Source: an optimization exercise on an open RTL-to-GDS flow (aim: small area). Production flows keep margins and buffers that such runs may drop.
At most, simulation tests tie the RTL to the original design; equivalence was not proved.
Power figures rest on the tool's default switching activity, not on a simulated workload.

==> build 3 <==
// win_compare
module win_compare (
    input  wire        clk,
    input  wire        rst,
    input  wire        cfg_we,
    input  wire [10:0] cfg_w,         
    input  wire [20:0] cfg_trms,      
    input  wire [20:0] cfg_tdc,       
    input  wire        restart,
    input  wire        in_valid,
    input  wire [24:0] in_m,
    input  wire [24:0] in_x,
    output reg         dec_valid,
    output wire        dec_rms_fail,
    output wire        dec_dc_fail,
    output wire        dec_rms_raise,
    output wire        dec_dc_raise,
    output wire [60:0] dec_sumsq,
    output wire [35:0] dec_sum
);
export LEC_CHECK = 0
export CAP_MARGIN = 20
export CORE_MARGIN = 2
export CORE_UTILIZATION = 40
export CTS_BUF_LIST = sky130_fd_sc_hd__clkbuf_4
export SLEW_MARGIN = 20
create_clock -name core_clock -period 20.0 [get_ports {clk}]
run.sh (not shown) runs the stock make flow with config.mk's settings and CLKGATE_MAP_FILE= SYNTH_SCRIPT=/design/flow/synth_recipe.tcl, a recipe that flattens the netlist after the stock synthesis.
==> trial 30 (differences from build 3) <==
--- a/flow/design.v
+++ b/flow/design.v
@@ -409,62 +409,19 @@
             else
                 lr <= {lsum_co, lsum, lr[30:1]};
             if (lc < 6'd21)
                 ld <= {dsum2_co, dsum2, ld[20:1]};
         end
     end
-    reg  [3:0]  lr_dig, ld_dig;
-    always @(*) begin
-        case (st)
-            4'd0:  lr_dig = lr[3:0];
-            4'd1:  lr_dig = lr[7:4];
-            4'd2:  lr_dig = lr[11:8];
-            4'd3:  lr_dig = lr[15:12];
-            4'd4:  lr_dig = lr[19:16];
-            4'd5:  lr_dig = lr[23:20];
-            4'd6:  lr_dig = lr[27:24];
-            4'd7:  lr_dig = lr[31:28];
-            4'd8:  lr_dig = lr[35:32];
-            4'd9:  lr_dig = lr[39:36];
-            4'd10: lr_dig = lr[43:40];
-            4'd11: lr_dig = lr[47:44];
-            4'd12: lr_dig = lr[51:48];
-            default: lr_dig = 4'd0;
-        endcase
-        case (st)
-            4'd3:  ld_dig = ld[3:0];
-            4'd4:  ld_dig = ld[7:4];
-            4'd5:  ld_dig = ld[11:8];
-            4'd6:  ld_dig = ld[15:12];
-            4'd7:  ld_dig = ld[19:16];
-            4'd8:  ld_dig = ld[23:20];
-            4'd9:  ld_dig = ld[27:24];
-            4'd10: ld_dig = ld[31:28];
-            default: ld_dig = 4'd0;
-        endcase
-    end
-    reg         gt_rms;       
-    reg         gt_pos;       
-    reg         gt_neg;       
-    wire        st0 = (st == 4'd0);
-    wire        st3 = (st == 4'd3);
-    wire        c_rms, c_pos, c_neg;
-    wc_gt #(4) u_crms (.a(ssum[3:0]), .b(lr_dig), .ci(gt_rms && !st0), .gt(c_rms));
-    wc_gt #(4) u_cpos (.a(dsum),      .b(ld_dig), .ci(gt_pos && !st3), .gt(c_pos));
-    wc_gt #(4) u_cneg (.a(~dsum),     .b(ld_dig), .ci(gt_neg || st3),  .gt(c_neg));
-    always @(posedge clk) begin
-        if (act) begin
-            gt_rms <= c_rms;
-            if (d_on) begin
-                gt_pos <= c_pos;
-                gt_neg <= c_neg;
-            end
-        end
-    end
-    assign dec_rms_fail  = gt_rms;
-    assign dec_dc_fail   = rd[35] ? gt_neg : gt_pos;
+    wire        rms_lo;
+    wc_gt #(52) u_cr (.a(rq[51:0]), .b(lr), .ci(1'b0), .gt(rms_lo));
+    wire [35:0] rd_m = rd ^ {36{rd[35]}};
+    wire        dc_lo;
+    wc_gt #(32) u_cd (.a(rd_m[31:0]), .b(ld), .ci(rd[35]), .gt(dc_lo));
+    assign dec_rms_fail  = (|rq[59:52]) || rms_lo;
+    assign dec_dc_fail   = (|rd_m[34:32]) || dc_lo;
     assign dec_rms_raise = dec_rms_fail && prev_rms;
     assign dec_dc_raise  = dec_dc_fail && prev_dc;
     assign dec_sumsq     = {1'b0, rq};
     assign dec_sum       = rd;
     always @(posedge clk) begin
         if (rst) begin
Settings changed: CTS_BUF_LIST sky130_fd_sc_hd__clkbuf_4 to default.
==> metrics.md <==
| Metric | Value |
|---|---|
| Hold Crit Endpoint | prev_dc |
| Router iterations before antenna repair | 6 |
| Post-synth top area share | 26.7% |
| Status | timing/DRC/antenna clean |
| Avg Cell Area, Syn | 10.2 um^2 |
| Synth Area in Compound Gates | 10.2% |
| Post-Synthesis Cells | 1704 |
| Power in the clock group | 0.598 mW |
| Final wirelength | 45.8 mm |
| Place WS | 1180 ps |
| DIE AREA | 45300 um^2 |
[end of results for trial 30]
==> metrics.md <==
| Metric | Value |
|---|---|
| Place WS | 1220 ps |
| Post-Synthesis Cells | 1574 |
| Power in the clock group | 0.581 mW |
| Most Crowded Layer GR | met2 |
| Router iterations before antenna repair | 5 |
| Routed Antenna Nets | 0 |
| WS Path Type | primary input to flip-flop |
| Post-synth top area share | 28.4% |
| Status | timing/DRC/antenna clean |
| Hold Crit Endpoint | trms[4] |
| Final wirelength | 42.2 mm |
[end of results for build 3]
The RTL of build 3 was laid out without a check of its function.

==> inputs of run K <==
Another version of the RTL of win_compare (not shown whole).
// win_compare
module win_compare (
    input  wire        clk,
    input  wire        rst,
    input  wire        cfg_we,
    input  wire [10:0] cfg_w,         
    input  wire [20:0] cfg_trms,      
    input  wire [20:0] cfg_tdc,       
    input  wire        restart,
    input  wire        in_valid,
    input  wire [24:0] in_m,
    input  wire [24:0] in_x,
    output reg         dec_valid,
    output wire        dec_rms_fail,
    output wire        dec_dc_fail,
    output wire        dec_rms_raise,
    output wire        dec_dc_raise,
    output wire [60:0] dec_sumsq,
    output wire [35:0] dec_sum
);
Settings: LEC_CHECK=0, CAP_MARGIN=20, CORE_MARGIN=2, CORE_UTILIZATION=40, CTS_BUF_LIST=sky130_fd_sc_hd__clkbuf_8, CTS_CLUSTER_DIAMETER=60, CTS_CLUSTER_SIZE=12, SLEW_MARGIN=20; clock period 20.0 ns.
standard.sh (not shown) runs the stock make flow with config.mk's settings and CLKGATE_MAP_FILE= SYNTH_SCRIPT=/design/flow/synth_recipe.tcl, a recipe that flattens the netlist after the stock synthesis.
==> flow/flow/run.sh <==
#!/bin/bash
# The standard layout, with every input and output port buffered by the
# smallest buffer (buf_1) instead of the one buffer_ports picks by default,
# and a clock tree of clkbuf_16 leaf clusters without dummy loads.
set -euo pipefail
export BUFFER_PORTS_ARGS="-buffer_cell sky130_fd_sc_hd__buf_1"
export CTS_ARGS="-sink_clustering_enable -repair_clock_nets -buf_list sky130_fd_sc_hd__clkbuf_16 -sink_clustering_size 30 -sink_clustering_max_diameter 100 -dont_use_dummy_load"
bash standard.sh "BUFFER_PORTS_ARGS=$BUFFER_PORTS_ARGS" "CTS_ARGS=$CTS_ARGS" finish > standard_make.log 2>&1
==> inputs of run H, as changes to run K <==
==> flow/flow/run.sh (replaced) <==
#!/bin/bash
# The standard layout, with every input and output port buffered by the
# smallest buffer (buf_1) instead of the one buffer_ports picks by default,
# and a clock tree of clkbuf_8 leaf clusters without dummy loads.
set -euo pipefail
export BUFFER_PORTS_ARGS="-buffer_cell sky130_fd_sc_hd__buf_1"
export CTS_ARGS="-sink_clustering_enable -repair_clock_nets -buf_list sky130_fd_sc_hd__clkbuf_8 -sink_clustering_size 15 -sink_clustering_max_diameter 70 -dont_use_dummy_load"
bash standard.sh "BUFFER_PORTS_ARGS=$BUFFER_PORTS_ARGS" "CTS_ARGS=$CTS_ARGS" finish > standard_make.log 2>&1
Settings changed: CORE_UTILIZATION 40 to 65.
==> comparison table <==
metric	run H	run K
Final layout net count	1945	1938
Final weighted congestion of routability-driven global placement	0.8703	0.8279
Peak VDD IR	0.08540 mV	0.04550 mV
Final worst path period need	18.06 ns	18.17 ns
Final Hold Slack	0.4525 ns	0.4232 ns
Status	timing/DRC/antenna clean	timing/DRC/antenna clean
Chip height	162.6 µm	206.1 µm
Part of the total power dissipated in the clock network	0.196	0.223
Post-detailed-routing wire length	35960 µm	38430 µm
Via-to-Cell Ratio	5.619	5.095
Required time at the worst-slack endpoint	20.28 ns	20.26 ns
Met1 usage	0.3743	0.2560
Switching power total	0.4865 mW	0.4759 mW
Buffers excl. clock	230	231
GRT met2 Usage	0.4687	0.2900
Seq/total area	0.4425	0.4344
Share of final-layout standard cells stronger than drive strength 1	0.05773	0.05435
Number of buffers created by CTS	24	16

==> v1: inputs <==
win_compare again, from the RTL that the note above started with.
export LEC_CHECK = 0
export CAP_MARGIN = 20
export CORE_MARGIN = 2
export CORE_UTILIZATION = 40
export CTS_BUF_LIST = sky130_fd_sc_hd__clkbuf_8
export CTS_CLUSTER_DIAMETER = 60
export CTS_CLUSTER_SIZE = 12
export SLEW_MARGIN = 20
create_clock -name core_clock -period 20.0 [get_ports {clk}]
==> flow/flow/run.sh <==
#!/bin/bash
# The standard layout, with every input and output port buffered by the
# smallest buffer (buf_1) instead of the one buffer_ports picks by default.
set -euo pipefail
export BUFFER_PORTS_ARGS="-buffer_cell sky130_fd_sc_hd__buf_1"
bash standard.sh "BUFFER_PORTS_ARGS=$BUFFER_PORTS_ARGS" finish > standard_make.log 2>&1
==> inputs of v11, as changes to v1 <==
==> flow/flow/run.sh (replaced) <==
#!/bin/bash
# The standard layout, with every input and output port buffered by the
# smallest buffer (buf_1) instead of the one buffer_ports picks by default,
# and a clock tree of clkbuf_8 leaf clusters without dummy loads.
set -euo pipefail
export BUFFER_PORTS_ARGS="-buffer_cell sky130_fd_sc_hd__buf_1"
export CTS_ARGS="-sink_clustering_enable -repair_clock_nets -buf_list sky130_fd_sc_hd__clkbuf_8 -sink_clustering_size 15 -sink_clustering_max_diameter 70 -dont_use_dummy_load"
bash standard.sh "BUFFER_PORTS_ARGS=$BUFFER_PORTS_ARGS" "CTS_ARGS=$CTS_ARGS" finish > standard_make.log 2>&1
Settings changed: CORE_UTILIZATION 40 to 80, CTS_BUF_LIST sky130_fd_sc_hd__clkbuf_8 to not set, CTS_CLUSTER_DIAMETER 60 to not set, CTS_CLUSTER_SIZE 12 to not set.
==> inputs of v28, as changes to v1 <==
==> flow/flow/run.sh (replaced) <==
#!/bin/bash
# The standard layout, with every input and output port buffered by the
# smallest buffer (buf_1) instead of the one buffer_ports picks by default,
# and a clock tree of clkbuf_8 leaf clusters without dummy loads.
set -euo pipefail
export BUFFER_PORTS_ARGS="-buffer_cell sky130_fd_sc_hd__buf_1"
export CTS_ARGS="-sink_clustering_enable -repair_clock_nets -buf_list sky130_fd_sc_hd__clkbuf_8 -sink_clustering_size 15 -sink_clustering_max_diameter 70 -dont_use_dummy_load"
bash standard.sh "BUFFER_PORTS_ARGS=$BUFFER_PORTS_ARGS" "CTS_ARGS=$CTS_ARGS" finish > standard_make.log 2>&1
Settings changed: CAP_MARGIN 20 to 5, SLEW_MARGIN 20 to 5.
==> inputs of v23, as changes to v1 <==
==> flow/flow/run.sh (replaced) <==
#!/bin/bash
# The standard layout, with every input and output port buffered by the
# smallest buffer (buf_1) instead of the one buffer_ports picks by default,
# and a clock tree of clkbuf_8 leaf clusters without dummy loads.
set -euo pipefail
export BUFFER_PORTS_ARGS="-buffer_cell sky130_fd_sc_hd__buf_1"
export CTS_ARGS="-sink_clustering_enable -repair_clock_nets -buf_list sky130_fd_sc_hd__clkbuf_8 -sink_clustering_size 15 -sink_clustering_max_diameter 70 -dont_use_dummy_load"
bash standard.sh "BUFFER_PORTS_ARGS=$BUFFER_PORTS_ARGS" "CTS_ARGS=$CTS_ARGS" finish > standard_make.log 2>&1
Settings changed: CORE_UTILIZATION 40 to 65, CTS_BUF_LIST sky130_fd_sc_hd__clkbuf_8 to not set, CTS_CLUSTER_DIAMETER 60 to not set, CTS_CLUSTER_SIZE 12 to not set.
==> qor summary <==
Outcome: v1 complete, no violations; v28 complete, no violations; v23 complete, no violations; v11 complete, no violations
Number of global-route vias before repair: v1 11.4k; v28 11.2k; v23 11.2k; v11 12.1k
Switching portion of total power: v1 32.1%; v28 31.9%; v23 32.5%; v11 33.5%
Met3 Usage GRT: v1 3.67%; v28 3.03%; v23 4.76%; v11 6.12%
Net count reported at finish: v1 1958; v28 1949; v23 1945; v11 1943
Buf/Inv on CP: v1 5; v28 5; v23 4; v11 4
Worst Path Arrival: v1 18.42 ns; v28 18.43 ns; v23 18.34 ns; v11 18.68 ns
Worst rel slew slack: v1 31.8%; v28 32.6%; v23 35.9%; v11 34.7%
First DRT Iteration DRCs: v1 845; v28 822; v23 1026; v11 1299
Critical path fanouts, max: v1 27; v28 27; v23 5; v11 10
Switching pwr: v1 0.000525 W; v28 0.000477 W; v23 0.000486 W; v11 0.000514 W
GRT Util Overall: v1 18.5%; v28 18.2%; v23 27.7%; v11 36.6%
Initial Util: v1 40.3%; v28 40.3%; v23 65.5%; v11 81.0%
Global-route wire length before repair: v1 61.4 mm; v28 61.2 mm; v23 57.6 mm; v11 61.7 mm
Maximum ir drop on the vdd rail: v1 38.0 µV; v28 44.4 µV; v23 85.4 µV; v11 64.8 µV
Area of the multi-input gates: v1 7700 µm²; v28 7700 µm²; v23 7700 µm²; v11 7700 µm²
Tot Pwr: v1 0.00164 W; v28 0.00149 W; v23 0.00150 W; v11 0.00153 W
Met1 wire length: v1 17.8 mm; v28 17.7 mm; v23 15.1 mm; v11 13.7 mm
Width of the die: v1 206 µm; v28 206 µm; v23 163 µm; v11 147 µm
Required arrival time at the worst endpoint: v1 20.31 ns; v28 20.33 ns; v23 20.28 ns; v11 20.28 ns
Final min period: v1 18.11 ns; v28 18.09 ns; v23 18.06 ns; v11 18.39 ns

==> static timing again, ports no longer ideal <==
How much do the figures lean on ideal ports? The routed layouts below were timed once more, with nothing changed but the port constraints. Step 1: set_driving_cell puts a clkbuf_16 on clk and a buf_2 on each other input, an assumption about the parent block. Step 2 adds t to the input delays and takes it off the output delays; t is the mean of the earliest and latest rising clock arrival at the registers after step 1. Input paths then give back, and output paths get back, about the clock's delay inside the block. a / b / c = no drivers / after step 1 / after step 2; a / b = the first two.
run	t, ns	slack for setup (ns)	clock arrival spread, ns	worst data-port slew with drivers (ns)
build 3	0.812	2.042 / 2.064 / 1.252	0.061 / 0.061	0.08
trial 30	0.581	1.802 / 1.835 / 1.254	0.018 / 0.018	0.11
run K	0.554	1.832 / 1.865 / 1.311	0.080 / 0.079	0.06
run H	0.594	1.942 / 1.967 / 1.373	0.056 / 0.056	0.06
v1	0.628	1.893 / 1.922 / 1.294	0.050 / 0.050	0.05
v11	0.591	1.609 / 1.634 / 1.043	0.050 / 0.049	0.06
v28	0.635	1.908 / 1.937 / 1.302	0.068 / 0.067	0.05
v23	0.594	1.942 / 1.967 / 1.373	0.056 / 0.056	0.06
After both steps setup and hold are still met in every run listed. The setup slack of build 3, which loses most, moves by +0.022 ns with the drivers and by -0.790 ns with both steps.
